From an optimization exercise on the open Yosys and OpenROAD flow, aimed at small area, a short achievable clock period and few clock cycles; shortcuts taken in it are not production practice. Where RTL was checked, it was by simulation tests only, not by an equivalence proof against the original. Only the layout flow was run in runs 2 to 6; the RTL was not checked for function there. Power and IR drop assume default switching activity.

==> flow/design.v, too long to show whole: its modules and the start of the top module <==
// module welt_mac: 210 lines
// module welt_mul: 978 lines
module welt_mac (
    input  wire        clk,
    input  wire        rst,         
    input  wire        in_valid,
    output wire        in_ready,
    input  wire [31:0] in_a,
    input  wire [31:0] in_b,
    input  wire        in_last,     
    input  wire        in_feed,     
    input  wire [31:0] in_ceil,     
    output wire        out_valid,
    output wire [31:0] out_f32,
    output wire        out_sat,
    output wire        out_clamped,
    output wire        out_nonfinite
);
  // ...
==> flow/run.sh <==
#!/bin/bash
# synth_recipe.tcl (not shown) runs the flow's synth.tcl, then flattens the netlist and writes it again
# the make line also repeats each setting of config.mk as NAME=value (left out here)
make -C /OpenROAD-flow-scripts/flow DESIGN_CONFIG=/design/flow/config.mk WORK_HOME=/design/flow/orfs CLKGATE_MAP_FILE= SYNTH_SCRIPT=/design/flow/synth_recipe.tcl finish
==> flow/config.mk <==
export PLATFORM = sky130hd
export DESIGN_NAME = welt_mac
export DESIGN_NICKNAME = welt_mac
export VERILOG_FILES = /design/flow/design.v
export SDC_FILE = /design/flow/constraint.sdc
export NUM_CORES = 4
export LEC_CHECK = 0
export CAP_MARGIN = 20
export CORE_MARGIN = 2
export CORE_UTILIZATION = 40
export PLACE_DENSITY = 0.6
export SLEW_MARGIN = 20
==> flow/constraint.sdc <==
create_clock -name core_clock -period 24.0 [get_ports {clk}]
set_input_delay 4.8000 -clock core_clock [delete_from_list [all_inputs] [get_ports {clk}]]
set_output_delay 4.8000 -clock core_clock [all_outputs]
set_load 0.01 [all_outputs]
==> notes.md, run 1 <==
status timing/DRC/antenna clean; most common cell after layout, fill and taps aside dfxtp_1; critical path's top delay family simple AND/OR/NAND/NOR gates; Total Power 7.41 mW; most frequent cells in the layout dfxtp_1, inv_1, nor2_1; Max Buffers Root-to-Sink 3; average cell area after synthesis 8.67 um^2; Routed WL 162,000 um; metal3 WL 11,400 um; Power Combinational 5.10 mW; Cell Area, Placed 50,400 um^2; Clock-cell share 3.97%; area leader, netlist dfxtp_1; CP required 24.54 ns; clock sinks 522; GR Util met2 43.1%; P_clk 0.951 mW; post-synth top area share 19.2%; largest family of logic cells by synthesized area compound AO/OA/AOI/OAI gates; Max-Cap Viols 0; Post-Syn Area 47,700 um^2; Yosys reg bits 522; DR DRC count 0; post-route setup slack 17.24 ns; Seq Cell Count 522; Worst Clk Skew 0.0556 ns; Top class by area multi-input combinational cells; crit path buf inv count 3; critical-path cell list buf_4, clkinv_1, mux4_2, mux2i_1, nor2_1, o31ai_1, ha_1, nand4_1, nor4_1, nand2_1, or4_1, nand3_1, a21oi_1, o21ai_0, a21oi_1, or4_1, buf_4, nand2_1, o22ai_1; Reg power frac 18.3%; Setup Crit Path Kind flop to flop; Fin. Hold Viols 0; worst slew pin tran 1.29 ns; port bufs 136; count of multi-input gates 4,211; router iterations before antenna repair 6; hold path start nf1$_DFF_P_; Placer Congestion 1.01
Testbench counts, summed over its fixed seeds: cycles 31,764.
==> module welt_mac, before the edit <==
module welt_mac (
    input  wire        clk,
    input  wire        rst,         
    input  wire        in_valid,
    output wire        in_ready,
    input  wire [31:0] in_a,
    input  wire [31:0] in_b,
    input  wire        in_last,     
    input  wire        in_feed,     
    input  wire [31:0] in_ceil,     
    output wire        out_valid,
    output wire [31:0] out_f32,
    output wire        out_sat,
    output wire        out_clamped,
    output wire        out_nonfinite
);
    wire accept = in_valid & in_ready;
    reg  [31:0] cslot0, cslot1;     
    reg         wp, rp;
    reg         busy0, busy1;       
    reg         rdy;                
    wire        st_done;            
    wire        st_next;            
    assign in_ready = rdy;
    wire take  = accept & in_last;
    wire busy0_n = (busy0 & ~(st_done & ~rp)) | (take & ~wp);
    wire busy1_n = (busy1 & ~(st_done &  rp)) | (take &  wp);
    always @(posedge clk) begin
        if (rdy & ~wp) cslot0 <= {in_feed, in_ceil[30:0]};
        if (rdy &  wp) cslot1 <= {in_feed, in_ceil[30:0]};
        if (rst) begin
            wp    <= 1'b0;
            rp    <= 1'b0;
            busy0 <= 1'b0;
            busy1 <= 1'b0;
            rdy   <= 1'b1;
        end else begin
            wp    <= wp ^ take;
            rp    <= rp ^ st_done;
            busy0 <= busy0_n;
            busy1 <= busy1_n;
            rdy   <= ~(busy0_n & busy1_n) | st_next;
        end
    end
    reg [31:0] a0, b0;
    reg        v0, l0;
    always @(posedge clk) begin
        a0 <= in_a;
        b0 <= in_b;
        l0 <= in_last;
        v0 <= accept & ~rst;
    end
    wire       sa = a0[31];
    wire       sb = b0[31];
    wire [7:0] ea = a0[30:23];
    wire [7:0] eb = b0[30:23];
    wire       ha = |ea;
    wire       hb = |eb;
    wire       nf0 = (&ea) | (&eb);
    wire       zero0 = ~(ha | (|a0[22:0])) | ~(hb | (|b0[22:0]));
    wire [23:0] ma = {ha, a0[22:0]};
    wire [23:0] mb = {hb, b0[22:0]};
    wire [7:0]  xa = {ea[7:1], ea[0] | ~ha};
    wire [7:0]  xb = {eb[7:1], eb[0] | ~hb};
    wire [47:0] ps0, pc0;
    welt_mul mul (.x(ma), .y(mb), .ps(ps0), .pc(pc0));
    wire signed [9:0] t = $signed({2'b00, xa}) + $signed({2'b00, xb}) - 10'sd204;
    function [4:0] tz24(input [23:0] m);
        integer j;
        begin
            tz24 = 5'd0;
            for (j = 23; j >= 0; j = j - 1)
                if (m[j]) tz24 = j[4:0];
        end
    endfunction
    wire [5:0] tzs     = {1'b0, tz24(ma)} + {1'b0, tz24(mb)};
    wire [7:0] tsum    = {2'b00, tzs} + {1'b0, t[6:0]};
    wire       sticky0 = (tsum < 8'd47);
    wire       kill0 = ~v0 | nf0 | zero0 | t[9];          
    wire       ge73  = ~t[9] & (t > 10'sd72);
    wire       big0  = ~kill0 & ge73;                      
    wire       exact73 = (t == 10'sd73) & (sa ^ sb) & ~(|a0[22:0]) & ~(|b0[22:0]);
    wire       clf0  = big0 & ~exact73;                    
    wire       t72_0 = ~kill0 & (t == 10'sd72);
    reg [47:0] ps1, pc1;
    reg [6:0]  sh1;
    reg        st1, s1, k1, big1, clf1, t72_1, nf1, v1, l1;
    always @(posedge clk) begin
        ps1   <= ps0;
        pc1   <= pc0;
        sh1   <= t[6:0];
        st1   <= sticky0;
        s1    <= (sa ^ sb) & ~kill0;
        k1    <= kill0;
        big1  <= big0;
        clf1  <= clf0;
        t72_1 <= t72_0;
        nf1   <= v0 & nf0;
        v1    <= v0 & ~rst;
        l1    <= l0;
    end
    wire [47:0]  p1    = ps1 + pc1;
    wire [119:0] wide  = {72'd0, p1} << sh1;
    wire [70:0]  ipart = wide[118:48];
    wire         guard = wide[47];
    wire big  = big1 | (t72_1 & p1[47]);
    wire clf  = clf1 | (t72_1 & p1[47]);
    wire [70:0] mx = {71{big}} | ({71{~k1}} & ipart);
    wire rnd  = big ? s1 : (~k1 & guard & (st1 | ipart[0]));
    reg  [70:0] x2;
    reg         s2, c2, cl2, nf2, v2, l2;
    always @(posedge clk) begin
        x2  <= mx ^ {71{s1}};
        s2  <= s1;
        c2  <= s1 ^ rnd;
        cl2 <= clf;
        nf2 <= nf1;
        v2  <= v1 & ~rst;
        l2  <= l1;
    end
    reg  [71:0] acc;
    reg  [5:0]  acc_w;
    reg         acc_cl, acc_nf;
    reg         fst;                
    reg         done3;              
    wire [71:0] acc_b = acc & {72{~fst}};
    wire [5:0]  w_b   = acc_w & {6{~fst}};
    wire [73:0] sum_c   = {acc_b[71], acc_b, 1'b1} + {s2, s2, x2, c2};
    wire [72:0] sum     = sum_c[73:1];
    wire        wrap_up = (sum[72:71] == 2'b01);
    wire        wrap_dn = (sum[72:71] == 2'b10);
    wire [5:0]  w_inc   = w_b + 6'd1;
    wire [5:0]  w_dec   = w_b - 6'd1;
    always @(posedge clk) begin
        acc    <= sum[71:0];
        acc_w  <= wrap_up ? w_inc : wrap_dn ? w_dec : w_b;
        acc_cl <= (acc_cl & ~fst) | (cl2 & v2);
        acc_nf <= (acc_nf & ~fst) | (nf2 & v2);
        fst    <= rst | (v2 & l2) | (fst & ~v2);
        done3  <= v2 & l2 & ~rst;
    end
    wire        wsat = |acc_w;
    wire        rsat = (acc[71:63] != {9{acc[63]}});
    wire        sat  = wsat | rsat;
    wire        neg3 = wsat ? acc_w[5] : acc[71];
    wire [63:0] nacc = ~acc[63:0] + 64'd1;
    wire [63:0] smag = sat ? {neg3, {63{~neg3}}} : (acc[63] ? nacc : acc[63:0]);
    function [5:0] lead64(input [63:0] m);
        integer j;
        begin
            lead64 = 6'd0;
            for (j = 0; j < 64; j = j + 1)
                if (m[j]) lead64 = j[5:0];
        end
    endfunction
    function [5:0] trail64(input [63:0] m);
        integer j;
        begin
            trail64 = 6'd0;
            for (j = 63; j >= 0; j = j - 1)
                if (m[j]) trail64 = j[5:0];
        end
    endfunction
    reg  [63:0] m4;
    reg  [5:0]  ld4, tz4;
    reg         z4, sg4, sat4, cl4, nf4, v4;
    always @(posedge clk) begin
        m4   <= smag;
        ld4  <= lead64(smag);
        tz4  <= sat ? {6{neg3}} : trail64(acc[63:0]);
        z4   <= ~sat & ~(|acc[63:0]);
        sg4  <= neg3;
        sat4 <= sat;
        cl4  <= acc_cl;
        nf4  <= acc_nf;
        v4   <= done3 & ~rst;
    end
    wire [5:0]  ns   = ~ld4;                       
    wire [63:0] n32  = ns[5] ? {m4[31:0], 32'd0}  : m4;
    wire [63:0] n16  = ns[4] ? {n32[47:0], 16'd0} : n32;
    wire [63:0] n8   = ns[3] ? {n16[55:0], 8'd0}  : n16;
    wire [63:0] n4   = ns[2] ? {n8[59:0], 4'd0}   : n8;
    wire [63:0] n2   = ns[1] ? {n4[61:0], 2'd0}   : n4;
    wire [63:0] norm = ns[0] ? {n2[62:0], 1'd0}   : n2;
    wire        n_st  = ({1'b0, tz4} + 7'd25) <= {1'b0, ld4};
    wire        n_up  = norm[39] & (n_st | norm[40]);
    wire [30:0] base  = {{2'b00, ld4} + 8'd79, norm[62:40]};
    wire [30:0] f31   = base + {30'd0, n_up};
    wire [31:0] cs    = rp ? cslot1 : cslot0;
    wire        gt    = base > cs[30:0];
    wire        eq    = base == cs[30:0];
    wire        over  = cs[31] & ~z4 & (gt | (eq & n_up));
    wire [30:0] mag31 = z4 ? 31'd0 : over ? cs[30:0] : f31;
    assign st_done = v4;
    assign st_next = done3;
    reg [31:0] o_f32;
    reg        o_sat, o_cl, o_nf, o_v;
    always @(posedge clk) begin
        o_f32 <= {sg4 & ~z4, mag31};
        o_sat <= sat4 | cl4 | nf4 | over;
        o_cl  <= cl4;
        o_nf  <= nf4;
        o_v   <= v4 & ~rst;
    end
    assign out_valid     = o_v;
    assign out_f32       = o_f32;
    assign out_sat       = o_sat;
    assign out_clamped   = o_cl;
    assign out_nonfinite = o_nf;
endmodule
==> run 2: changes to the inputs <==
--- a/flow/design.v
+++ b/flow/design.v
@@ -18,28 +18,21 @@
     reg  [31:0] cslot0, cslot1;     
     reg         wp, rp;
     reg         busy0, busy1;       
-    reg         rdy;                
     wire        st_done;            
-    wire        st_next;            
-    assign in_ready = rdy;
-    wire take  = accept & in_last;
-    wire busy0_n = (busy0 & ~(st_done & ~rp)) | (take & ~wp);
-    wire busy1_n = (busy1 & ~(st_done &  rp)) | (take &  wp);
+    assign in_ready = ~(busy0 & busy1) | st_done;
     always @(posedge clk) begin
-        if (rdy & ~wp) cslot0 <= {in_feed, in_ceil[30:0]};
-        if (rdy &  wp) cslot1 <= {in_feed, in_ceil[30:0]};
+        if (in_ready & ~wp) cslot0 <= {in_feed, in_ceil[30:0]};
+        if (in_ready &  wp) cslot1 <= {in_feed, in_ceil[30:0]};
         if (rst) begin
             wp    <= 1'b0;
             rp    <= 1'b0;
             busy0 <= 1'b0;
             busy1 <= 1'b0;
-            rdy   <= 1'b1;
         end else begin
-            wp    <= wp ^ take;
+            wp    <= wp ^ (accept & in_last);
             rp    <= rp ^ st_done;
-            busy0 <= busy0_n;
-            busy1 <= busy1_n;
-            rdy   <= ~(busy0_n & busy1_n) | st_next;
+            busy0 <= (busy0 & ~(st_done & ~rp)) | (accept & in_last & ~wp);
+            busy1 <= (busy1 & ~(st_done &  rp)) | (accept & in_last &  wp);
         end
     end
     reg [31:0] a0, b0;
@@ -125,8 +118,7 @@
     reg         done3;              
     wire [71:0] acc_b = acc & {72{~fst}};
     wire [5:0]  w_b   = acc_w & {6{~fst}};
-    wire [73:0] sum_c   = {acc_b[71], acc_b, 1'b1} + {s2, s2, x2, c2};
-    wire [72:0] sum     = sum_c[73:1];
+    wire [72:0] sum     = {acc_b[71], acc_b} + {s2, s2, x2} + {72'd0, c2};
     wire        wrap_up = (sum[72:71] == 2'b01);
     wire        wrap_dn = (sum[72:71] == 2'b10);
     wire [5:0]  w_inc   = w_b + 6'd1;
@@ -192,7 +184,6 @@
     wire        over  = cs[31] & ~z4 & (gt | (eq & n_up));
     wire [30:0] mag31 = z4 ? 31'd0 : over ? cs[30:0] : f31;
     assign st_done = v4;
-    assign st_next = done3;
     reg [31:0] o_f32;
     reg        o_sat, o_cl, o_nf, o_v;
     always @(posedge clk) begin
==> run 2 against run 1 <==
Net effect:
- still clean
- die area decreased by 2.8%
- utilization is 0.12 points higher
- clock power is 3.0% lower
- fmax is 2.3% higher
- hold slack worse by 0.00096 ns
- combinational power barely moved
- final area fell by 2.8%
- largest power group unchanged
- highest routed layer unchanged
==> notes.md, run 2 <==
router iterations before antenna repair 6 (unchanged); most frequent cells in the layout dfxtp_1, inv_1, nand2_1 (was dfxtp_1, inv_1, nor2_1); Hold WS 0.308 ns (was 0.309 ns); Via Count 40.3k (was 42.4k); largest net degree at the start of global routing 77 (was 69); Total Power 7.35 mW (was 7.41 mW); H-tree levels 2 (unchanged); CTS resizes 0 (unchanged); uppermost routed layer met4 (unchanged); Lkg Pwr 21.3 nW (was 21.8 nW); status timing/DRC/antenna clean (unchanged); Post-synth top cells dfxtp_1, inv_1, nand2_1 (was dfxtp_1, inv_1, nor2_1); Mapped Nets 5,902 (was 6,093); # setup viols final 0 (unchanged); Worst Clk Skew 0.0591 ns (was 0.0556 ns); CP endpoint kind output pin (was flop); 1st-iter DRT viols 3,698 (was 4,247); initial antenna violation count 4 (was 0); # Post-CTS Setup Buffers 0 (unchanged); Max Fclk 151 MHz (was 148 MHz); root buf cell clkbuf_16 (unchanged); Arrival @ worst endpoint 1.81 ns (was 7.30 ns); final worst path period need 6.61 ns (was 6.76 ns); Die W 344 um (was 349 um); DR DRC count 0 (unchanged); Placer Congestion 0.970 (was 1.01); post-synth top area share 19.7% (was 19.2%); RSZ-0062 raised after global routing false (unchanged); initial core utilization 40.4% (was 40.3%); Fin. Hold Viols 0 (unchanged); I/O pin count 138 (unchanged); GRT Total Usage 25.4% (was 25.8%); ratio of cells with drive above 1 in the final layout 7.21% (was 7.62%); Placement Rows 124 (was 126); metal3 WL 10,600 um (was 11,400 um); clock latency on the worst-skew pair 0.67 ns (was 0.68 ns); most common cell after layout, fill and taps aside dfxtp_1 (unchanged); Num CTS Buffers 54 (was 57); Area Overhead vs Synth 10.1% (was 9.97%); EDFF count, synth 64 (unchanged); Yosys reg bits 521 (was 522); clock sinks 521 (was 522); WL met1 63,200 um (was 67,500 um); fill count 11.3k (was 11.6k); fin crit share 27.5% (was 28.1%); CP max FO 5 (was 26); Reg with most FFs acc (unchanged); port bufs 136 (unchanged); vias in the first global route 39.7k (was 41.5k); Die Ht 344 um (was 349 um); CP required 19.20 ns (was 24.54 ns); Max Buffers Root-to-Sink 3 (unchanged); Max-Cap Viols 0 (unchanged); GR Overflow Total 0 (unchanged); startpoint types flop (unchanged); Main synth FF type dfxtp_1 (unchanged); first-pass GRT wire length 235,000 um (was 248,000 um); antenna-violating nets left 0 (unchanged); ys async rst share 0% (unchanged); Die ar. 119,000 um^2 (was 122,000 um^2); average cell area after synthesis 8.73 um^2 (was 8.67 um^2); sequential share of the synthesized area 23.9% (was 23.2%); per-cell routed wire length 22.6 um (was 23.1 um); area leader, netlist dfxtp_1 (unchanged); slew margin rel. 21.1% (was 11.5%); DR vias/cell 5.94 (was 6.05); Mapped Cells 5,309 (was 5,500); cts hold-fix bufs 0 (unchanged); Post-Syn Area 46,300 um^2 (was 47,700 um^2); Slew Viols, Final 0 (unchanged); met2 wire len 72,500 um (was 75,700 um); cell area power density 144 nW/um^2 (was 141 nW/um^2); Routed WL 154,000 um (was 162,000 um); post-DP HPWL 112,000 um (was 119,000 um); Reg clk slew, reported paths 0.06 ns (about the same); synth top area cells dfxtp_1, fa_1, ha_1 (unchanged); Setup Crit Path Kind flop to output pin (was flop to flop); Netlist cell types 95 (was 109); peak supply drop 0.157 mV (was 0.0955 mV); max reg flops 72 (unchanged); Core ar. 115,000 um^2 (was 118,000 um^2); Yosys warnings 1 (unchanged); biggest regs acc (72), x2 (71), m4 (63) (unchanged); worst slew pin tran 1.18 ns (was 1.29 ns); Setup TNS 0 ns (unchanged); count leader, synth dfxtp_1 (unchanged); HP Class flop to flop (unchanged); CTS tree done (unchanged); Layout Nets 5,832 (was 6,014)
[run 2: final cells by class]
| cell class | instances | area [um^2] | area share (%) |
|---|---|---|---|
| Clock buffer | 69 | 1530 | 3.00 |
| Sequential cell | 521 | 11100 | 21.7 |
| Clock inverter | 31 | 448 | 0.878 |
| Antenna cell | 1 | 2.50 | 0.00491 |
| Inverter | 386 | 1450 | 2.84 |
| Tap cell | 1512 | 1890 | 3.71 |
| Timing Repair Buffer | 228 | 2070 | 4.06 |
| Multi-Input combinational cell | 4048 | 32500 | 63.8 |
[run 2: per-layer routing]
layer / global-route usage [%] / vias to the layer above
li1: - / 18600
met1: 32.6 / 19600
met2: 42.0 / 1718
met3: 3.67 / 408
met4: 12.0 / 0
met5: 0 / -
[run 2: report_power, final]
part           internal (mW)  switching [mW]
Clock                  0.533           0.389
Combinational           1.97            3.12
Sequential              1.16           0.177
Total                   3.66            3.69
[run 2: cell families after synthesis]
logic type,share of synthesized area [%]
flops,23.9
compound gates,20.0
mux,7.82
fa+ha+maj,17.5
xor+xnor,11.0
simple gates,13.6
buf+inv,6.14
[run 2: final timing paths]
check	from	end	slack [ns]	cells past startpoint
worst max-delay path	v4$_DFF_P_	in_ready	17.39	2
worst min-delay path	nf1$_DFF_P_	nf2$_DFF_P_	0.31	0
worst max register to register	ld4[4]$_SDFF_PP1_	o_f32[7]$_SDFF_PP0_	17.87	20
worst min register to register	nf1$_DFF_P_	nf2$_DFF_P_	0.31	0
[run 2: worst max-delay path, cell delays in order (launching register included)]
cell             delay [ns]
dfxtp_1                0.37
nand3b_1               0.20
clkdlybuf4s50_1        0.57
[run 2: metrics by stage]
| step | setup WS [ns] | instance area (um^2) | std cells | util, % |
|---|---|---|---|---|
| after floorplan | 18.60 | 46300 | 5309 | - |
| after global placement | 17.66 | 49000 | 6694 | 42.7 |
| after CTS | 17.34 | 51000 | 6794 | 44.5 |
| after global routing | 17.31 | 51000 | 6795 | 44.5 |
| after detailed placement | 17.64 | 49000 | 6694 | 42.7 |
| final | 17.39 | 51000 | 6796 | 44.5 |
==> run 3: changes to the inputs <==
--- a/flow/design.v
+++ b/flow/design.v
@@ -18,21 +18,28 @@
     reg  [31:0] cslot0, cslot1;     
     reg         wp, rp;
     reg         busy0, busy1;       
+    reg         rdy;                
     wire        st_done;            
-    assign in_ready = ~(busy0 & busy1) | st_done;
+    wire        st_next;            
+    assign in_ready = rdy;
+    wire take  = accept & in_last;
+    wire busy0_n = (busy0 & ~(st_done & ~rp)) | (take & ~wp);
+    wire busy1_n = (busy1 & ~(st_done &  rp)) | (take &  wp);
     always @(posedge clk) begin
-        if (in_ready & ~wp) cslot0 <= {in_feed, in_ceil[30:0]};
-        if (in_ready &  wp) cslot1 <= {in_feed, in_ceil[30:0]};
+        if (rdy & ~wp) cslot0 <= {in_feed, in_ceil[30:0]};
+        if (rdy &  wp) cslot1 <= {in_feed, in_ceil[30:0]};
         if (rst) begin
             wp    <= 1'b0;
             rp    <= 1'b0;
             busy0 <= 1'b0;
             busy1 <= 1'b0;
+            rdy   <= 1'b1;
         end else begin
-            wp    <= wp ^ (accept & in_last);
+            wp    <= wp ^ take;
             rp    <= rp ^ st_done;
-            busy0 <= (busy0 & ~(st_done & ~rp)) | (accept & in_last & ~wp);
-            busy1 <= (busy1 & ~(st_done &  rp)) | (accept & in_last &  wp);
+            busy0 <= busy0_n;
+            busy1 <= busy1_n;
+            rdy   <= ~(busy0_n & busy1_n) | st_next;
         end
     end
     reg [31:0] a0, b0;
@@ -118,7 +125,8 @@
     reg         done3;              
     wire [71:0] acc_b = acc & {72{~fst}};
     wire [5:0]  w_b   = acc_w & {6{~fst}};
-    wire [72:0] sum     = {acc_b[71], acc_b} + {s2, s2, x2} + {72'd0, c2};
+    wire [73:0] sum_c   = {acc_b[71], acc_b, 1'b1} + {s2, s2, x2, c2};
+    wire [72:0] sum     = sum_c[73:1];
     wire        wrap_up = (sum[72:71] == 2'b01);
     wire        wrap_dn = (sum[72:71] == 2'b10);
     wire [5:0]  w_inc   = w_b + 6'd1;
@@ -136,7 +144,7 @@
     wire        sat  = wsat | rsat;
     wire        neg3 = wsat ? acc_w[5] : acc[71];
     wire [63:0] nacc = ~acc[63:0] + 64'd1;
-    wire [63:0] smag = sat ? {neg3, {63{~neg3}}} : (acc[63] ? nacc : acc[63:0]);
+    wire [63:0] umag = acc[63] ? nacc : acc[63:0];
     function [5:0] lead64(input [63:0] m);
         integer j;
         begin
@@ -157,8 +165,8 @@
     reg  [5:0]  ld4, tz4;
     reg         z4, sg4, sat4, cl4, nf4, v4;
     always @(posedge clk) begin
-        m4   <= smag;
-        ld4  <= lead64(smag);
+        m4   <= sat ? {neg3, {63{~neg3}}} : umag;
+        ld4  <= sat ? {5'b11111, neg3} : lead64(umag);
         tz4  <= sat ? {6{neg3}} : trail64(acc[63:0]);
         z4   <= ~sat & ~(|acc[63:0]);
         sg4  <= neg3;
@@ -184,6 +192,7 @@
     wire        over  = cs[31] & ~z4 & (gt | (eq & n_up));
     wire [30:0] mag31 = z4 ? 31'd0 : over ? cs[30:0] : f31;
     assign st_done = v4;
+    assign st_next = done3;
     reg [31:0] o_f32;
     reg        o_sat, o_cl, o_nf, o_v;
     always @(posedge clk) begin
==> flow/flow/run.sh (new file) <==
#!/bin/bash
# Layout flow: the standard flow (standard synthesis, floorplan, place,
# CTS, route) with two changes in how the layout is made, the SDC being
# the design's:
#  - the port buffers are buf_2 cells (the default pick is a delay cell);
#  - repair_timing runs with a setup margin, so it works on the paths that
#    set the achieved period, and only on the worst few percent of them.
# Each step's full output is in this folder (standard.log and the ORFS
# logs under orfs/logs).
set -o pipefail
export BUFFER_PORTS_ARGS="-buffer_cell sky130_fd_sc_hd__buf_2"
export SETUP_SLACK_MARGIN=18.4
export TNS_END_PERCENT=5
bash standard.sh > standard.log 2>&1
==> flow/standard.sh (new file) <==
#!/bin/bash
# synth_recipe.tcl (not shown) runs the flow's synth.tcl, then flattens the netlist and writes it again
# the make line also repeats each setting of config.mk as NAME=value (left out here)
make -C /OpenROAD-flow-scripts/flow DESIGN_CONFIG=/design/flow/config.mk WORK_HOME=/design/flow/orfs CLKGATE_MAP_FILE= SYNTH_SCRIPT=/design/flow/synth_recipe.tcl "${@:-finish}"
--- a/flow/config.mk
+++ b/flow/config.mk
@@ -5,6 +5,7 @@
 export SDC_FILE = /design/flow/constraint.sdc
 export NUM_CORES = 4
 export LEC_CHECK = 0
+export ABC_AREA = 1
 export CAP_MARGIN = 20
 export CORE_MARGIN = 2
 export CORE_UTILIZATION = 40
removed: flow/run.sh
==> run 3 against run 2 <==
Net effect:
- global-route usage shrank 2.1 points
- final area fell by 3.4%
- power is 14% lower
- highest routed layer unchanged
- clock power grew 2.6%
- non-clock buffer count rose by 33
- setup slack gained 0.67 ns
- sequential share of layout area increased by 0.81 points
- flip-flop and latch count increased by 1
- clock skew is 0.0088 ns lower
- wire length is 12% lower
- register-to-register slack improved by 0.63 ns
- first-iteration DRC count is 16% lower
==> notes.md, run 3 <==
ys async rst share 0% (unchanged); router iterations before antenna repair 8 (was 6); EDFF count, synth 64 (unchanged); initial core utilization 40.1% (was 40.4%); # setup viols final 0 (unchanged); 1st-iter DRT viols 3,120 (was 3,698); Max Fclk 169 MHz (was 151 MHz); post-route setup slack 18.07 ns (was 17.39 ns); non-filler cells, final 7,470 (was 6,796); Setup TNS 0 ns (unchanged); Post-Syn Area 44,200 um^2 (was 46,300 um^2); Die ar. 113,000 um^2 (was 119,000 um^2); status timing/DRC/antenna clean (unchanged); worst r2r src ps1[0]$_DFF_P_ (was ld4[4]$_SDFF_PP1_); Num CTS Buffers 57 (was 54); initial antenna violation count 8 (was 4); Worst Clk Skew 0.0503 ns (was 0.0591 ns); Mapped Cells 5,908 (was 5,309); vias in the first global route 38.3k (was 39.7k); max reg flops 72 (unchanged); cts hold-fix bufs 0 (unchanged); Total Power 6.29 mW (was 7.35 mW); peak supply drop 0.0962 mV (was 0.157 mV); Max-Cap Viols 0 (unchanged); slew margin rel. 20.1% (was 21.1%); fill count 11.2k (was 11.3k); Worst Setup SP o_f32[31]$_DFF_P_ (was v4$_DFF_P_); hold path start l0$_DFF_P_ (was nf1$_DFF_P_); HP Class flop to flop (unchanged); post-DP HPWL 101,000 um (was 112,000 um); Post-Place Cells 7,307 (was 6,694); largest net degree at the start of global routing 74 (was 77); CP required 19.20 ns (about the same); worst slew pin tran 1.20 ns (was 1.18 ns); synth top area cells dfxtp_1, fa_1, xor2_1 (was dfxtp_1, fa_1, ha_1); Place WS 17.33 ns (was 17.64 ns); area leader, netlist dfxtp_1 (unchanged); Placer Congestion 0.949 (was 0.970); antenna-violating nets left 0 (unchanged); critical-path cell list buf_6 (was nand3b_1, clkdlybuf4s50_1); Mapped Nets 6,501 (was 5,902); Die W 337 um (was 344 um); most frequent cells in the layout nand2_1, inv_1, xor2_1 (was dfxtp_1, inv_1, nand2_1); RSZ-0062 raised after global routing true (was false); root buf cell clkbuf_16 (unchanged); count leader, synth nand2_1 (was dfxtp_1); Core ar. 110,000 um^2 (was 115,000 um^2); biggest regs acc (72), x2 (71), m4 (63) (unchanged); clock latency on the worst-skew pair 0.66 ns (was 0.67 ns); Netlist cell types 73 (was 95); Yosys warnings 1 (unchanged); crit path buf inv count 1 (unchanged); Util after Layout 44.7% (was 44.5%); GR Overflow Total 0 (unchanged); CP endpoint kind output pin (unchanged); Layout Nets 6,527 (was 5,832); Routed WL 136,000 um (was 154,000 um); DR vias/cell 5.30 (was 5.94); Via Count 39.6k (was 40.3k); DR DRC count 0 (unchanged); fin crit share 24.7% (was 27.5%); Yosys reg bits 522 (was 521); Slew Viols, Final 0 (unchanged); Placement Rows 122 (was 124); Arrival @ worst endpoint 1.13 ns (was 1.81 ns); critical-path cell with the highest stage delay dfxtp_4 (was clkdlybuf4s50_1); Setup Crit Path Kind flop to output pin (unchanged); H-tree levels 2 (unchanged); Lkg Pwr 23.2 nW (was 21.3 nW); CP max FO 1 (was 5); CTS tree done (unchanged); Fin. Hold Viols 0 (unchanged); startpoint types flop (unchanged); Die Ht 337 um (was 344 um); cell area power density 128 nW/um^2 (was 144 nW/um^2); Main synth FF type dfxtp_1 (unchanged); CP max stage delay 0.36 ns (was 0.57 ns); post-synth top area share 20.7% (was 19.7%); critical path's top delay family flip-flops (was buffers and inverters); average cell area after synthesis 7.49 um^2 (was 8.73 um^2); ratio of cells with drive above 1 in the final layout 10.0% (was 7.21%); Reg with most FFs acc (unchanged); Max Buffers Root-to-Sink 3 (unchanged); most common cell after layout, fill and taps aside nand2_1 (was dfxtp_1); final worst path period need 5.93 ns (was 6.61 ns); per-cell routed wire length 18.2 um (was 22.6 um); GRT Total Usage 23.3% (was 25.4%); clock sinks 522 (was 521); port bufs 136 (unchanged); Area Overhead vs Synth 11.4% (was 10.1%); Reg clk slew, reported paths 0.07 ns (was 0.06 ns); first-pass GRT wire length 210,000 um (was 235,000 um); sequential share of the synthesized area 25.1% (was 23.9%); I/O pin count 138 (unchanged); Post-synth top cells nand2_1, inv_1, xor2_1 (was dfxtp_1, inv_1, nand2_1)
-- run 3: cell types whose count changed after synthesis, sizes merged, moves of 252 or more --
cell,previous run,this run
a22oi,262,3
inv,382,818
nand2,352,1134
o21ai,256,547
o22ai,26,289
xnor2,301,49
-- run 3: worst paths after layout --
check                                       to  slack [ns]  cells after the start
worst max-delay path               out_f32[31]       18.07                      1
worst min-delay path                l1$_DFF_P_        0.33                      0
worst max register to register  x2[55]$_DFF_P_       18.50                     37
worst min register to register      l1$_DFF_P_        0.33                      0
-- run 3: power breakdown --
part / leakage (nW) / switching (mW) / internal [mW]
clock network: 0.991 / 0.390 / 0.556
logic: 17.8 / 2.58 / 1.49
registers: 4.44 / 0.117 / 1.16
-- run 3: cell families after synthesis --
family | synth area share, %
xor+xnor | 11.6
flops | 25.1
buf+inv | 9.67
mux | 1.41
compound gates | 16.6
fa+ha+maj | 18.3
simple gates | 17.4
-- run 3: layout make-up --
cell class                 count  area (um^2)  share of cell area, %
clock inverter                34          500                   1.02
inverter                     832         3130                   6.36
sequential                   522        11100                   22.5
timing repair inverter         3         17.5                 0.0355
timing repair buffer         261         1750                   3.56
antenna                        2         5.00                 0.0102
multi-input combinational   4257        29400                   59.6
tap                         1488         1860                   3.78
clock buffer                  71         1530                   3.10
-- run 3: timing repair --
item,4_1_cts,5_1_grt
setup endpoints to repair,92,152
gates resized for setup,21,107
buffers inserted,2,47
gates cloned,2,3
pin swaps,0,54
hold endpoints to repair,0,0
-- run 3: routing by layer --
layer,share of wire (%),GRT usage [%]
met1,42,28.9
met2,47,39.5
met3,6.4,3.89
met4,5.1,10.8
met5,0,0
-- run 3: metrics by stage --
step / instance area [um^2] / hold slack [ns]
floorplan: 44200 / 0.310
global placement: 46200 / 0.315
detailed placement: 46200 / 0.317
CTS: 48300 / 0.327
global route: 49300 / 0.337
finish: 49300 / 0.329
==> run 4: changes to the inputs <==
==> flow/flow/run.sh (replaced) <==
#!/bin/bash
set -o pipefail
export BUFFER_PORTS_ARGS="-buffer_cell sky130_fd_sc_hd__buf_2"
export SETUP_SLACK_MARGIN=18.2
export TNS_END_PERCENT=100
bash standard.sh > standard.log 2>&1
--- a/flow/config.mk
+++ b/flow/config.mk
@@ -8,6 +8,8 @@
 export ABC_AREA = 1
 export CAP_MARGIN = 20
 export CORE_MARGIN = 2
-export CORE_UTILIZATION = 40
-export PLACE_DENSITY = 0.6
+export CORE_UTILIZATION = 50
+export CTS_CLUSTER_DIAMETER = 80
+export CTS_CLUSTER_SIZE = 24
+export PLACE_DENSITY = 0.65
 export SLEW_MARGIN = 20
==> run 4 against run 3 <==
Net effect:
- still clean on timing, DRC and antenna
- clock skew shrank 0.0058 ns
- first-iteration DRC count increased by 3.8%
- non-clock buffer count is 23 lower
- hold slack got worse by 0.024 ns
- area after synthesis did not move
- critical path depth unchanged
- wire length decreased by 1.7%
- register-to-register slack is essentially flat
- fmax grew 0.96%
- largest cell class unchanged
==> notes.md, run 4 <==
status timing/DRC/antenna clean (unchanged); area leader, netlist dfxtp_1 (unchanged); Max Fclk 170 MHz (was 169 MHz); Lkg Pwr 22.7 nW (was 23.2 nW); antenna-violating nets left 0 (unchanged); R2R Path End o_f32[30]$_SDFF_PP0_ (was x2[55]$_DFF_P_); Layout Nets 6,480 (was 6,527); HP Class flop to flop (unchanged); Die Ht 301 um (was 337 um); Die W 301 um (was 337 um); ys async rst share 0% (unchanged); I/O pin count 138 (unchanged); reg-to-reg slack, setup 18.49 ns (was 18.50 ns); max reg flops 72 (unchanged); Area Overhead vs Synth 8.06% (was 11.4%); critical-path cell list buf_6 (unchanged); GRT Total Usage 28.6% (was 23.3%); most frequent cells in the layout nand2_1, inv_1, xor2_1 (unchanged); per-cell routed wire length 18.8 um (was 18.2 um); synth top area cells dfxtp_1, fa_1, xor2_1 (unchanged); sw frac 50.5% (was 49.0%); count leader, synth nand2_1 (unchanged); DR DRC count 0 (unchanged); router iterations before antenna repair 7 (was 8); Fin. Hold Viols 0 (unchanged); Post-Syn Area 44,200 um^2 (unchanged); initial core utilization 50.2% (was 40.1%); # setup viols final 0 (unchanged); fin crit share 24.5% (was 24.7%); largest net degree at the start of global routing 73 (was 74); critical path's top delay family flip-flops (unchanged); Max Buffers Root-to-Sink 3 (unchanged); finished layout cell area 47,800 um^2 (was 49,300 um^2); CP max stage delay 0.36 ns (about the same); Placement Rows 109 (was 122); WL met1 52,800 um (was 56,700 um); ANT cells 0 (was 2); uppermost routed layer met4 (unchanged); initial antenna violation count 3 (was 8); vias in the first global route 37.9k (was 38.3k); Post-Place Cells 6,988 (was 7,307); Yosys reg bits 522 (unchanged); CP endpoint kind output pin (unchanged); startpoint types flop (unchanged); slew margin rel. 17.6% (was 20.1%); WHS Endpoint nf2$_DFF_P_ (was l1$_DFF_P_); Main synth FF type dfxtp_1 (unchanged); Reg clk slew, reported paths 0.09 ns (was 0.07 ns); CP required 19.20 ns (about the same); Worst Clk Skew 0.0445 ns (was 0.0503 ns); Max-Cap Viols 0 (unchanged); H-tree levels 2 (unchanged); Util after Layout 54.3% (was 44.7%); met2 wire len 63,800 um (was 63,300 um); Via Count 39.4k (was 39.6k); Hold WS 0.305 ns (was 0.329 ns); Yosys warnings 1 (unchanged); first-pass GRT wire length 206,000 um (was 210,000 um); clock latency on the worst-skew pair 0.61 ns (was 0.66 ns); critical-path cell with the highest stage delay dfxtp_4 (unchanged); Die ar. 90,900 um^2 (was 113,000 um^2); crit path buf inv count 1 (unchanged); post-synth top area share 20.7% (unchanged); ratio of cells with drive above 1 in the final layout 8.80% (was 10.0%); final worst path period need 5.88 ns (was 5.93 ns); port bufs 136 (unchanged); biggest regs acc (72), x2 (71), m4 (63) (unchanged); non-filler cells, final 7,074 (was 7,470); Routed WL 133,000 um (was 136,000 um); DR vias/cell 5.58 (was 5.30); Cell Area, Placed 45,800 um^2 (was 46,200 um^2); most common cell after layout, fill and taps aside nand2_1 (unchanged); post-route setup slack 18.12 ns (was 18.07 ns); worst slew pin tran 1.23 ns (was 1.20 ns); average cell area after synthesis 7.49 um^2 (unchanged); Mapped Cells 5,908 (unchanged); CTS tree done (unchanged); CP max FO 1 (unchanged); worst r2r src ld4[5]$_SDFF_PP1_ (was ps1[0]$_DFF_P_); Reg power frac 21.3% (was 20.2%); RSZ-0062 raised after global routing true (unchanged); Reg2Reg Depth 29 (was 37); post-DP HPWL 100,000 um (was 101,000 um); hold depth 0 (unchanged); Slew Viols, Final 0 (unchanged); Setup TNS 0 ns (unchanged); cell area power density 125 nW/um^2 (was 128 nW/um^2); 1st-iter DRT viols 3,240 (was 3,120); Comb power frac 67.8% (was 64.7%); EDFF count, synth 64 (unchanged); Mapped Nets 6,501 (unchanged); metal3 WL 8480 um (was 8740 um); Total Power 5.98 mW (was 6.29 mW); root buf cell clkbuf_16 (unchanged); P_int 2.96 mW (was 3.21 mW); Clk network pwr share 11.0% (was 15.0%); Place WS 17.98 ns (was 17.33 ns); Setup Crit Path Kind flop to output pin (unchanged); Num CTS Buffers 35 (was 57); Post-synth top cells nand2_1, inv_1, xor2_1 (unchanged); hold path start nf1$_DFF_P_ (was l0$_DFF_P_); Reg with most FFs acc (unchanged); sequential share of the synthesized area 25.1% (unchanged); GR Overflow Total 0 (unchanged); Arrival @ worst endpoint 1.08 ns (was 1.13 ns); Placer Congestion 0.947 (was 0.949); Core ar. 88,100 um^2 (was 110,000 um^2); clock sinks 522 (unchanged); Netlist cell types 73 (unchanged); peak supply drop 0.0903 mV (was 0.0962 mV); Switch Pwr 3.02 mW (was 3.08 mW)
[run 4: logic make-up (layout without fill, tap and decap cells)]
group                    Yosys count  in the layout  synth area share [%]
AND/OR/NAND/NOR                 1864           1864                  17.4
AO/OA/AOI/OAI                   1259           1259                  16.6
buffers and inverters           1129           1130                  9.67
XOR/XNOR                         580            580                  11.6
flip-flops                       522            522                  25.1
adder cells (fa/ha/maj)          492            492                  18.3
multiplexers                      62             62                  1.41
[run 4: what timing repair did]
action | CTS | global route
buffers inserted | 1 | 22
pin swaps | 0 | 29
resized for setup | 45 | 87
cloned | 0 | 4
setup endpoints to repair | 74 | 137
hold buffers | 0 | 0
[run 4: cell type report]
cell class	instances	area (um^2)
clock buffers	41	928
repair inverters	1	5.00
fillers	8509	40300
well taps	1165	1460
flip-flops and latches	522	11100
repair buffers	238	1730
clock inverters	18	284
inverters	832	3130
multi-input cells	4257	29200
[run 4: how the worst max path moves through the flow]
stage | from | cells past startpoint | to
finish | o_f32[31]$_DFF_P_ | 1 | out_f32[31]
floorplan | in_valid | 6 | rdy$_SDFF_PP1_
global route | ps1[2]$_DFF_P_ | 51 | c2$_DFF_P_
detailed placement | ld4[5]$_SDFF_PP1_ | 27 | o_f32[30]$_SDFF_PP0_
global placement | ld4[5]$_SDFF_PP1_ | 27 | o_f32[30]$_SDFF_PP0_
CTS | o_f32[31]$_DFF_P_ | 1 | out_f32[31]
[run 4: per-layer routing]
layer / track usage (%) / vias up
met5: 0 / -
met4: 15.9 / 0
met3: 3.43 / 437
met2: 49.1 / 1468
met1: 34.9 / 18400
li1: - / 19100
[run 4: power groups by stage]
| stage | combinational, mW | sequential [mW] | clock, mW |
|---|---|---|---|
| floorplan | 2.85 | 1.25 | 0 |
| detailed placement | 3.94 | 1.28 | 0 |
| global placement | 3.89 | 1.28 | 0 |
| global route | 4.59 | 1.29 | 0.700 |
| CTS | 3.98 | 1.27 | 0.671 |
| finish | 4.05 | 1.27 | 0.655 |
==> run 5: changes to the inputs <==
--- a/flow/design.v
+++ b/flow/design.v
@@ -15,19 +15,19 @@
     output wire        out_nonfinite
 );
     wire accept = in_valid & in_ready;
-    reg  [31:0] cslot0, cslot1;     
+    reg  [30:0] cslot0, cslot1;
     reg         wp, rp;
     reg         busy0, busy1;       
     reg         rdy;                
     wire        st_done;            
     wire        st_next;            
     assign in_ready = rdy;
-    wire take  = accept & in_last;
+    wire take    = accept & in_last & in_feed;
     wire busy0_n = (busy0 & ~(st_done & ~rp)) | (take & ~wp);
     wire busy1_n = (busy1 & ~(st_done &  rp)) | (take &  wp);
     always @(posedge clk) begin
-        if (rdy & ~wp) cslot0 <= {in_feed, in_ceil[30:0]};
-        if (rdy &  wp) cslot1 <= {in_feed, in_ceil[30:0]};
+        if (rdy & ~wp) cslot0 <= in_ceil[30:0];
+        if (rdy &  wp) cslot1 <= in_ceil[30:0];
         if (rst) begin
             wp    <= 1'b0;
             rp    <= 1'b0;
@@ -43,11 +43,12 @@
         end
     end
     reg [31:0] a0, b0;
-    reg        v0, l0;
+    reg        v0, l0, f0;
     always @(posedge clk) begin
         a0 <= in_a;
         b0 <= in_b;
         l0 <= in_last;
+        f0 <= in_feed;
         v0 <= accept & ~rst;
     end
     wire       sa = a0[31];
@@ -84,7 +85,7 @@
     wire       t72_0 = ~kill0 & (t == 10'sd72);
     reg [47:0] ps1, pc1;
     reg [6:0]  sh1;
-    reg        st1, s1, k1, big1, clf1, t72_1, nf1, v1, l1;
+    reg        st1, s1, k1, big1, clf1, t72_1, nf1, v1, l1, f1;
     always @(posedge clk) begin
         ps1   <= ps0;
         pc1   <= pc0;
@@ -98,6 +99,7 @@
         nf1   <= v0 & nf0;
         v1    <= v0 & ~rst;
         l1    <= l0;
+        f1    <= f0;
     end
     wire [47:0]  p1    = ps1 + pc1;
     wire [119:0] wide  = {72'd0, p1} << sh1;
@@ -108,7 +110,7 @@
     wire [70:0] mx = {71{big}} | ({71{~k1}} & ipart);
     wire rnd  = big ? s1 : (~k1 & guard & (st1 | ipart[0]));
     reg  [70:0] x2;
-    reg         s2, c2, cl2, nf2, v2, l2;
+    reg         s2, c2, cl2, nf2, v2, l2, f2;
     always @(posedge clk) begin
         x2  <= mx ^ {71{s1}};
         s2  <= s1;
@@ -117,34 +119,40 @@
         nf2 <= nf1;
         v2  <= v1 & ~rst;
         l2  <= l1;
+        f2  <= f1;
     end
     reg  [71:0] acc;
-    reg  [5:0]  acc_w;
+    reg         wu, wd;             
     reg         acc_cl, acc_nf;
     reg         fst;                
     reg         done3;              
+    reg         f3;
     wire [71:0] acc_b = acc & {72{~fst}};
-    wire [5:0]  w_b   = acc_w & {6{~fst}};
     wire [73:0] sum_c   = {acc_b[71], acc_b, 1'b1} + {s2, s2, x2, c2};
     wire [72:0] sum     = sum_c[73:1];
-    wire        wrap_up = (sum[72:71] == 2'b01);
-    wire        wrap_dn = (sum[72:71] == 2'b10);
-    wire [5:0]  w_inc   = w_b + 6'd1;
-    wire [5:0]  w_dec   = w_b - 6'd1;
     always @(posedge clk) begin
         acc    <= sum[71:0];
-        acc_w  <= wrap_up ? w_inc : wrap_dn ? w_dec : w_b;
+        wu     <= v2 & (sum[72:71] == 2'b01);
+        wd     <= v2 & (sum[72:71] == 2'b10);
         acc_cl <= (acc_cl & ~fst) | (cl2 & v2);
         acc_nf <= (acc_nf & ~fst) | (nf2 & v2);
         fst    <= rst | (v2 & l2) | (fst & ~v2);
         done3  <= v2 & l2 & ~rst;
+        f3     <= f2;
     end
-    wire        wsat = |acc_w;
+    reg  [5:0]  lw;
+    reg         fst_d;
+    wire [5:0]  w_now = (lw & {6{~fst_d}}) + {5'd0, wu} - {5'd0, wd};
+    always @(posedge clk) begin
+        lw    <= w_now;
+        fst_d <= fst;
+    end
+    wire        wsat = |w_now;
     wire        rsat = (acc[71:63] != {9{acc[63]}});
     wire        sat  = wsat | rsat;
-    wire        neg3 = wsat ? acc_w[5] : acc[71];
+    wire        neg3 = wsat ? w_now[5] : acc[71];
     wire [63:0] nacc = ~acc[63:0] + 64'd1;
-    wire [63:0] umag = acc[63] ? nacc : acc[63:0];
+    wire [63:0] smag = sat ? {neg3, {63{~neg3}}} : (acc[63] ? nacc : acc[63:0]);
     function [5:0] lead64(input [63:0] m);
         integer j;
         begin
@@ -163,10 +171,10 @@
     endfunction
     reg  [63:0] m4;
     reg  [5:0]  ld4, tz4;
-    reg         z4, sg4, sat4, cl4, nf4, v4;
+    reg         z4, sg4, sat4, cl4, nf4, v4, f4;
     always @(posedge clk) begin
-        m4   <= sat ? {neg3, {63{~neg3}}} : umag;
-        ld4  <= sat ? {5'b11111, neg3} : lead64(umag);
+        m4   <= smag;
+        ld4  <= lead64(smag);
         tz4  <= sat ? {6{neg3}} : trail64(acc[63:0]);
         z4   <= ~sat & ~(|acc[63:0]);
         sg4  <= neg3;
@@ -174,6 +182,7 @@
         cl4  <= acc_cl;
         nf4  <= acc_nf;
         v4   <= done3 & ~rst;
+        f4   <= f3;
     end
     wire [5:0]  ns   = ~ld4;                       
     wire [63:0] n32  = ns[5] ? {m4[31:0], 32'd0}  : m4;
@@ -186,13 +195,13 @@
     wire        n_up  = norm[39] & (n_st | norm[40]);
     wire [30:0] base  = {{2'b00, ld4} + 8'd79, norm[62:40]};
     wire [30:0] f31   = base + {30'd0, n_up};
-    wire [31:0] cs    = rp ? cslot1 : cslot0;
-    wire        gt    = base > cs[30:0];
-    wire        eq    = base == cs[30:0];
-    wire        over  = cs[31] & ~z4 & (gt | (eq & n_up));
-    wire [30:0] mag31 = z4 ? 31'd0 : over ? cs[30:0] : f31;
-    assign st_done = v4;
-    assign st_next = done3;
+    wire [30:0] cs    = rp ? cslot1 : cslot0;
+    wire        gt    = base > cs;
+    wire        eq    = base == cs;
+    wire        over  = f4 & ~z4 & (gt | (eq & n_up));
+    wire [30:0] mag31 = z4 ? 31'd0 : over ? cs : f31;
+    assign st_done = v4 & f4;
+    assign st_next = done3 & f3;
     reg [31:0] o_f32;
     reg        o_sat, o_cl, o_nf, o_v;
     always @(posedge clk) begin
==> flow/flow/run.sh (replaced) <==
#!/bin/bash
set -o pipefail
export BUFFER_PORTS_ARGS="-buffer_cell sky130_fd_sc_hd__buf_2"
export SETUP_SLACK_MARGIN=18.4
export TNS_END_PERCENT=5
bash standard.sh > standard.log 2>&1
--- a/flow/config.mk
+++ b/flow/config.mk
@@ -8,8 +8,6 @@
 export ABC_AREA = 1
 export CAP_MARGIN = 20
 export CORE_MARGIN = 2
-export CORE_UTILIZATION = 50
-export CTS_CLUSTER_DIAMETER = 80
-export CTS_CLUSTER_SIZE = 24
-export PLACE_DENSITY = 0.65
+export CORE_UTILIZATION = 40
+export PLACE_DENSITY = 0.6
 export SLEW_MARGIN = 20
==> run 5 against run 4 <==
Net effect:
- largest cell class unchanged
- non-clock buffer count increased by 64
- largest power group unchanged
- sequential power barely moved
- hold slack better by 0.015 ns
- synthesized cell count is 1.5% lower
- combinational power up 1%
- first-iteration DRC count down 4.2%
- final area up 4.1%
==> notes.md, run 5 <==
critical-path cell with the highest stage delay o21ai_1 (was dfxtp_4); area leader, netlist dfxtp_1 (unchanged); fin crit share 24.9% (was 24.5%); most frequent CP cell nand2_1; cell area power density 128 nW/um^2 (was 125 nW/um^2); initial core utilization 40.3% (was 50.2%); Setup TNS 0 ns (unchanged); Fin. Hold Viols 0 (unchanged); per-cell routed wire length 19.0 um (was 18.8 um); Placer Congestion 0.940 (was 0.947); vias in the first global route 38.2k (was 37.9k); Max-Cap Viols 0 (unchanged); Core ar. 109,000 um^2 (was 88,100 um^2); Via Count 39.5k (was 39.4k); DR DRC count 0 (unchanged); average cell area after synthesis 7.56 um^2 (was 7.49 um^2); Reg clk slew, reported paths 0.06 ns (was 0.09 ns); Lkg Pwr 22.9 nW (was 22.7 nW); 1st-iter DRT viols 3,104 (was 3,240); max reg flops 72 (unchanged); reg-to-reg slack, setup 18.01 ns (was 18.49 ns); router iterations before antenna repair 6 (was 7); Post-Place Cells 7,135 (was 6,988); Netlist cell types 75 (was 73); # setup viols final 0 (unchanged); GR Overflow Total 0 (unchanged); most common cell after layout, fill and taps aside nand2_1 (unchanged); Worst Clk Skew 0.0311 ns (was 0.0445 ns); root buf cell clkbuf_16 (unchanged); CP max stage delay 0.37 ns (was 0.36 ns); synth top area cells dfxtp_1, fa_1, xor2_1 (unchanged); antenna-violating nets left 0 (unchanged); Reg with most FFs acc (unchanged); cts hold-fix bufs 0 (unchanged); Die ar. 113,000 um^2 (was 90,900 um^2); met2 wire len 66,000 um (was 63,800 um); post-DP HPWL 103,000 um (was 100,000 um); CTS tree done (unchanged); Max Fclk 167 MHz (was 170 MHz); Yosys reg bits 528 (was 522); WL met1 58,200 um (was 52,800 um); Hold WS 0.319 ns (was 0.305 ns); RSZ-0062 raised after global routing true (unchanged); Yosys warnings 1 (unchanged); Max Buffers Root-to-Sink 3 (unchanged); largest net degree at the start of global routing 68 (was 73); port bufs 136 (unchanged); GRT Total Usage 24.0% (was 28.6%); Mapped Nets 6,415 (was 6,501); clock latency on the worst-skew pair 0.66 ns (was 0.61 ns); CP max FO 4 (was 1); R2R Path End x2[4]$_DFF_P_ (was o_f32[30]$_SDFF_PP0_); EDFF count, synth 62 (was 64); H-tree levels 2 (unchanged); Worst Setup SP ps1[0]$_DFF_P_ (was o_f32[31]$_DFF_P_); Placement Rows 121 (was 109); Layout Nets 6,484 (was 6,480); Setup crit end x2[4]$_DFF_P_ (was out_f32[31]); Routed WL 139,000 um (was 133,000 um); post-synth top area share 21.2% (was 20.7%); I/O pin count 138 (unchanged); ys async rst share 0% (unchanged); clock sinks 528 (was 522); biggest regs acc (72), x2 (71), m4 (63) (unchanged); Die Ht 336 um (was 301 um); worst slew pin tran 1.23 ns (about the same); Post-Syn Area 44,000 um^2 (was 44,200 um^2); HP Class flop to flop (unchanged); Num CTS Buffers 59 (was 35); Post-synth top cells nand2_1, inv_1, xor2_1 (unchanged); Area Overhead vs Synth 13.2% (was 8.06%); sequential share of the synthesized area 25.4% (was 25.1%); worst r2r src ps1[0]$_DFF_P_ (was ld4[5]$_SDFF_PP1_); uppermost routed layer met5 (was met4); Main synth FF type dfxtp_1 (unchanged); non-filler cells, final 7,351 (was 7,074); peak supply drop 0.0733 mV (was 0.0903 mV); slew margin rel. 17.9% (was 17.6%); Die W 336 um (was 301 um); DR vias/cell 5.37 (was 5.58); startpoint types flop (unchanged); ratio of cells with drive above 1 in the final layout 11.7% (was 8.80%); initial antenna violation count 2 (was 3); Mapped Cells 5,817 (was 5,908); Reg2Reg Depth 39 (was 29); CP required 24.55 ns (was 19.20 ns); Setup Crit Path Kind flop to flop (was flop to output pin); most frequent cells in the layout nand2_1, inv_1, xor2_1 (unchanged); CP endpoint kind flop (was output pin); count leader, synth nand2_1 (unchanged); metal3 WL 8850 um (was 8480 um); first-pass GRT wire length 213,000 um (was 206,000 um); Slew Viols, Final 0 (unchanged); final worst path period need 5.99 ns (was 5.88 ns); status timing/DRC/antenna clean (unchanged); Arrival @ worst endpoint 6.53 ns (was 1.08 ns)
-- run 5: changes by cell type after synthesis, sizes merged, moves of 8 or more --
cell / previous run / this run
nand3: 151 / 138
nor4: 31 / 22
a21oi: 235 / 281
dfxtp: 458 / 466
xor2: 531 / 497
a21boi: 8 / 16
nand2: 1134 / 1016
-- run 5: area by class of cell --
class	instances	area (um^2)
tap	1414	1770
inverter	842	3190
timing repair buffer	302	2150
timing repair inverter	3	21.3
clock buffer	73	1640
antenna	2	5.00
sequential	528	11200
clock inverter	37	472
fill	10900	59200
multi-input combinational	4150	29300
-- run 5: routing by layer --
| layer | GRT usage (%) | up-vias |
|---|---|---|
| li1 | - | 19100 |
| met1 | 29.7 | 18400 |
| met2 | 41.4 | 1468 |
| met3 | 3.58 | 404 |
| met4 | 9.79 | 2 |
| met5 | 0 | - |
-- run 5: cells by family after synthesis --
| family | Yosys count | synth area share, % |
|---|---|---|
| XOR/XNOR | 553 | 11.0 |
| multiplexers | 58 | 1.33 |
| AO/OA/AOI/OAI | 1329 | 17.8 |
| buffers and inverters | 1140 | 9.83 |
| AND/OR/NAND/NOR | 1712 | 16.0 |
| adder cells (fa/ha/maj) | 497 | 18.6 |
| flip-flops | 528 | 25.4 |
-- run 5: stage by stage --
| stage | utilization, % | power, mW | cell area (um^2) | worst slack [ns] |
|---|---|---|---|---|
| global placement | 42.0 | 5.14 | 45800 | 16.96 |
| global route | 45.6 | 6.98 | 49800 | 17.37 |
| CTS | 44.4 | 6.25 | 48400 | 18.05 |
| finish | 45.6 | 6.37 | 49800 | 18.01 |
| detailed placement | 42.0 | 5.20 | 45800 | 17.08 |
| floorplan | - | 4.07 | 44000 | 18.47 |
-- run 5: where the power goes --
group | switching (mW) | internal [mW] | total [mW]
clock network | 0.391 | 0.575 | 0.966
registers | 0.124 | 1.17 | 1.29
logic | 2.58 | 1.53 | 4.11
total | 3.09 | 3.28 | 6.37
-- run 5: critical path, delay by kind of cell (launching register included) --
family,cells,cell delay [ns]
compound gates,21,3.65
buf+inv,2,0.10
xor+xnor,2,0.47
simple gates,12,1.01
flops,1,0.33
fa+ha+maj,2,0.31
-- run 5: repair_timing --
item                                   4_1_cts  5_1_grt
endpoints found under the hold margin        0        0
setup endpoints to repair                  160      169
gates cloned                                 4        3
pin swaps                                    7       96
buffers inserted                            21       73
gates resized for setup                     75      132
-- run 5: worst min-delay path by stage --
stage                     cells past startpoint   startpoint          end
after floorplan                               0   f0$_DFF_P_   f1$_DFF_P_
after global placement                        0  nf1$_DFF_P_  nf2$_DFF_P_
after detailed placement                      0   f1$_DFF_P_   f2$_DFF_P_
after CTS                                     0  nf1$_DFF_P_  nf2$_DFF_P_
after global routing                          0  nf1$_DFF_P_  nf2$_DFF_P_
final                                         0  nf1$_DFF_P_  nf2$_DFF_P_
==> run 6: changes to the inputs <==
--- a/flow/config.mk
+++ b/flow/config.mk
@@ -8,6 +8,9 @@
 export ABC_AREA = 1
 export CAP_MARGIN = 20
 export CORE_MARGIN = 2
-export CORE_UTILIZATION = 40
-export PLACE_DENSITY = 0.6
+export CORE_UTILIZATION = 50
+export CTS_BUF_LIST = sky130_fd_sc_hd__clkbuf_8 sky130_fd_sc_hd__clkbuf_16
+export CTS_CLUSTER_DIAMETER = 80
+export CTS_CLUSTER_SIZE = 24
+export PLACE_DENSITY = 0.65
 export SLEW_MARGIN = 20
==> run 6 against run 5 <==
Net effect:
- area after synthesis unchanged
- utilization grew 9.8 points
- sequential share of layout area up 0.71 points
- combinational power about the same
- still clean
- synthesized cell count did not move
- sequential power about the same
- critical path depth up 1
- critical endpoint is now x2[59]$_DFF_P_
- highest routed layer is now met4
- final cell count down 4.2%
==> notes.md, run 6 <==
H-tree levels 2 (unchanged); post-route setup slack 17.97 ns (was 18.01 ns); post-DP HPWL 101,000 um (was 103,000 um); Post-Place Cells 6,890 (was 7,135); Reg with most FFs acc (unchanged); Place WS 17.44 ns (was 17.08 ns); Area Overhead vs Synth 9.67% (was 13.2%); Layout Nets 6,456 (was 6,484); hold path start l1$_DFF_P_ (was nf1$_DFF_P_); initial core utilization 50.5% (was 40.3%); Die W 301 um (was 336 um); non-filler cells, final 7,039 (was 7,351); hold depth 0 (unchanged); Max Buffers Root-to-Sink 3 (unchanged); startpoint types flop (unchanged); fill count 8,352 (was 10.9k); met1 usage 35.8% (was 29.7%); ANT cells 0 (was 2); CP required 24.46 ns (was 24.55 ns); Arrival @ worst endpoint 6.49 ns (was 6.53 ns); per-cell routed wire length 19.5 um (was 19.0 um); Core ar. 87,000 um^2 (was 109,000 um^2); R2R Path End x2[59]$_DFF_P_ (was x2[4]$_DFF_P_); HP Class flop to flop (unchanged); final worst path period need 6.03 ns (was 5.99 ns); antenna-violating nets left 0 (unchanged); DR vias/cell 5.59 (was 5.37); CP endpoint kind flop (unchanged); Yosys warnings 1 (unchanged); Num CTS Buffers 37 (was 59); fin crit share 25.1% (was 24.9%); Max Fclk 166 MHz (was 167 MHz); Post-synth top cells nand2_1, inv_1, xor2_1 (unchanged); CP max stage delay 0.64 ns (was 0.37 ns); Worst Clk Skew 0.0448 ns (was 0.0311 ns); critical path's top delay family compound AO/OA/AOI/OAI gates (unchanged); global routing usage on met3 3.86% (was 3.58%); Hold WS 0.329 ns (was 0.319 ns); slew margin rel. 18.5% (was 17.9%); # setup viols final 0 (unchanged); biggest regs acc (72), x2 (71), m4 (63) (unchanged); Netlist cell types 75 (unchanged); worst slew pin tran 1.22 ns (was 1.23 ns); most frequent cells in the layout nand2_1, inv_1, xor2_1 (unchanged); router iterations before antenna repair 6 (unchanged); ratio of cells with drive above 1 in the final layout 10.0% (was 11.7%); sequential share of the synthesized area 25.4% (unchanged); Placer Congestion 0.959 (was 0.940); max reg flops 72 (unchanged); Die ar. 90,300 um^2 (was 113,000 um^2); ys async rst share 0% (unchanged); Setup Crit Path Kind flop to flop (unchanged); initial antenna violation count 3 (was 2); synth top area cells dfxtp_1, fa_1, xor2_1 (unchanged); RSZ-0062 raised after global routing true (unchanged); most common cell after layout, fill and taps aside nand2_1 (unchanged); Placement Rows 108 (was 121); busiest grt layer met2 (unchanged); Die Ht 301 um (was 336 um); Lkg Pwr 22.4 nW (was 22.9 nW); CTS tree done (unchanged); crit path buf inv count 2 (unchanged); clock sinks 528 (unchanged); largest net degree at the start of global routing 74 (was 68); post-synth top area share 21.2% (unchanged); Yosys reg bits 528 (unchanged); Via Count 39.3k (was 39.5k); Reg2Reg Depth 40 (was 39); port bufs 136 (unchanged); Max-Cap Viols 0 (unchanged); critical-path cell with the highest stage delay a21oi_1 (was o21ai_1); CP max FO 4 (unchanged); I/O pin count 138 (unchanged); WHS Endpoint l2$_DFF_P_ (was nf2$_DFF_P_); Post-Syn Area 44,000 um^2 (unchanged); worst r2r src ps1[0]$_DFF_P_ (unchanged); most frequent CP cell nand2_1 (unchanged); DR DRC count 0 (unchanged); peak supply drop 0.0976 mV (was 0.0733 mV); GR Util met2 51.4% (was 41.4%); cell area power density 125 nW/um^2 (was 128 nW/um^2); Main synth FF type dfxtp_1 (unchanged); EDFF count, synth 62 (unchanged); first-pass GRT wire length 211,000 um (was 213,000 um); Reg clk slew, reported paths 0.10 ns (was 0.06 ns); Fin. Hold Viols 0 (unchanged); count leader, synth nand2_1 (unchanged); Routed WL 137,000 um (was 139,000 um); Mapped Cells 5,817 (unchanged); Mapped Nets 6,415 (unchanged); root buf cell clkbuf_16 (unchanged); status timing/DRC/antenna clean (unchanged); average cell area after synthesis 7.56 um^2 (unchanged); GRT Total Usage 29.6% (was 24.0%); 1st-iter DRT viols 3,217 (was 3,104); cts hold-fix bufs 0 (unchanged); vias in the first global route 38.3k (was 38.2k); Slew Viols, Final 0 (unchanged); Setup TNS 0 ns (unchanged); area leader, netlist dfxtp_1 (unchanged); reg-to-reg slack, setup 17.97 ns (was 18.01 ns); GR Overflow Total 0 (unchanged); clock latency on the worst-skew pair 0.63 ns (was 0.66 ns)
run 6: worst max path at each step:
stage	startpoint	end	slack [ns]	cells after the start
after detailed placement	fst_d$_DFF_P_	ld4[0]$_SDFF_PP1_	17.44	75
after global placement	fst_d$_DFF_P_	ld4[0]$_SDFF_PP1_	17.35	73
after floorplan	in_valid	rdy$_SDFF_PP1_	18.47	6
final	ps1[0]$_DFF_P_	x2[59]$_DFF_P_	17.97	40
after global routing	fst_d$_DFF_P_	ld4[0]$_SDFF_PP1_	17.50	74
after CTS	o_f32[31]$_DFF_P_	out_f32[31]	18.06	1
run 6: cell type report:
cell class	count	area [um^2]	share of cell area, %
inverter	842	3200	6.63
tap	1155	1450	3.00
timing repair inverter	4	26.3	0.0545
clock buffer	39	965	2.00
multi-input combinational	4149	28900	59.9
clock inverter	26	315	0.654
timing repair buffer	296	2150	4.47
sequential	528	11200	23.3
run 6: worst reg2reg max path: cells and delay by family, from the launching register on:
kind / cells / cell delay (ns)
buffers and inverters: 2 / 0.10
DFF: 1 / 0.31
AOI/OAI and AO/OA: 21 / 3.68
and+or+nand+nor: 13 / 1.08
adders and majority gates: 2 / 0.40
xor gates and xnor gates: 2 / 0.33
run 6: timing repair:
item / 4_1_cts / 5_1_grt
pin swaps: 62 / 12
buffers inserted: 53 / 20
setup endpoints to repair: 159 / 171
gates resized for setup: 112 / 35
gates cloned: 9 / 1
run 6: kinds of logic (layout without fill, tap and decap cells):
kind of cell    count (synthesis)  in the layout  share of synthesized area [%]
simple gates                 1712           1712                           16.0
mux                            58             58                           1.33
fa+ha+maj                     497            497                           18.6
compound gates               1329           1329                           17.8
buf+inv                      1140           1207                           9.83
flops                         528            528                           25.4
xor+xnor                      553            553                           11.0
run 6: power by group:
| group | internal, mW | total, mW | leakage [nW] | switching [mW] |
|---|---|---|---|---|
| Clock | 0.324 | 0.686 | 0.645 | 0.362 |
| Sequential | 1.17 | 1.28 | 4.49 | 0.116 |
| Combinational | 1.50 | 4.08 | 17.3 | 2.58 |
| Total | 2.99 | 6.05 | 22.4 | 3.06 |
run 6: through the flow:
step	power [mW]	util, %	instance area, um^2
after floorplan	4.07	-	44000
after global placement	5.14	52.3	45600
after detailed placement	5.20	52.3	45600
final	6.05	55.4	48200
after global routing	6.62	55.4	48200
after CTS	6.02	55.0	47900
run 6: per-layer routing:
layer	vias up	part of all wire [%]
met1	18300	40
met3	454	6.5
met5	-	0
met2	1534	48
met4	0	6.0
li1	19100	-

[what the ideal ports hide]
No port has a modelled driver above. Below, the same layouts with a new extraction and two added sets of constraints. Step 1 sets driving cells, clkbuf_16 on the clock port and buf_2 on the other inputs (assumed; they add their load-dependent delay and slew). Step 2 adds t to the input delays and takes it off the output delays; t is the mean of the earliest and latest rising clock arrival at the registers after step 1. Input paths then give back, and output paths get back, about the clock's delay inside the block. a / b / c = no drivers / after step 1 / after step 2; a / b = the first two.
run	t (ns)	setup WS [ns]	worst setup path at the end	worst register clock-pin slew, ns
run 1	0.729	17.244 / 17.244 / 17.244	register to register	0.07 / 0.07
run 2	0.714	17.394 / 17.319 / 17.872	register to register	0.08 / 0.08
run 3	0.706	18.068 / 17.998 / 18.407	input to register	0.07 / 0.07
run 4	0.657	18.124 / 18.057 / 18.444	input to register	0.10 / 0.10
run 5	0.716	18.015 / 18.015 / 18.015	register to register	0.07 / 0.07
run 6	0.670	17.971 / 17.971 / 17.971	register to register	0.10 / 0.10
After both steps setup and hold are still met in every run listed.
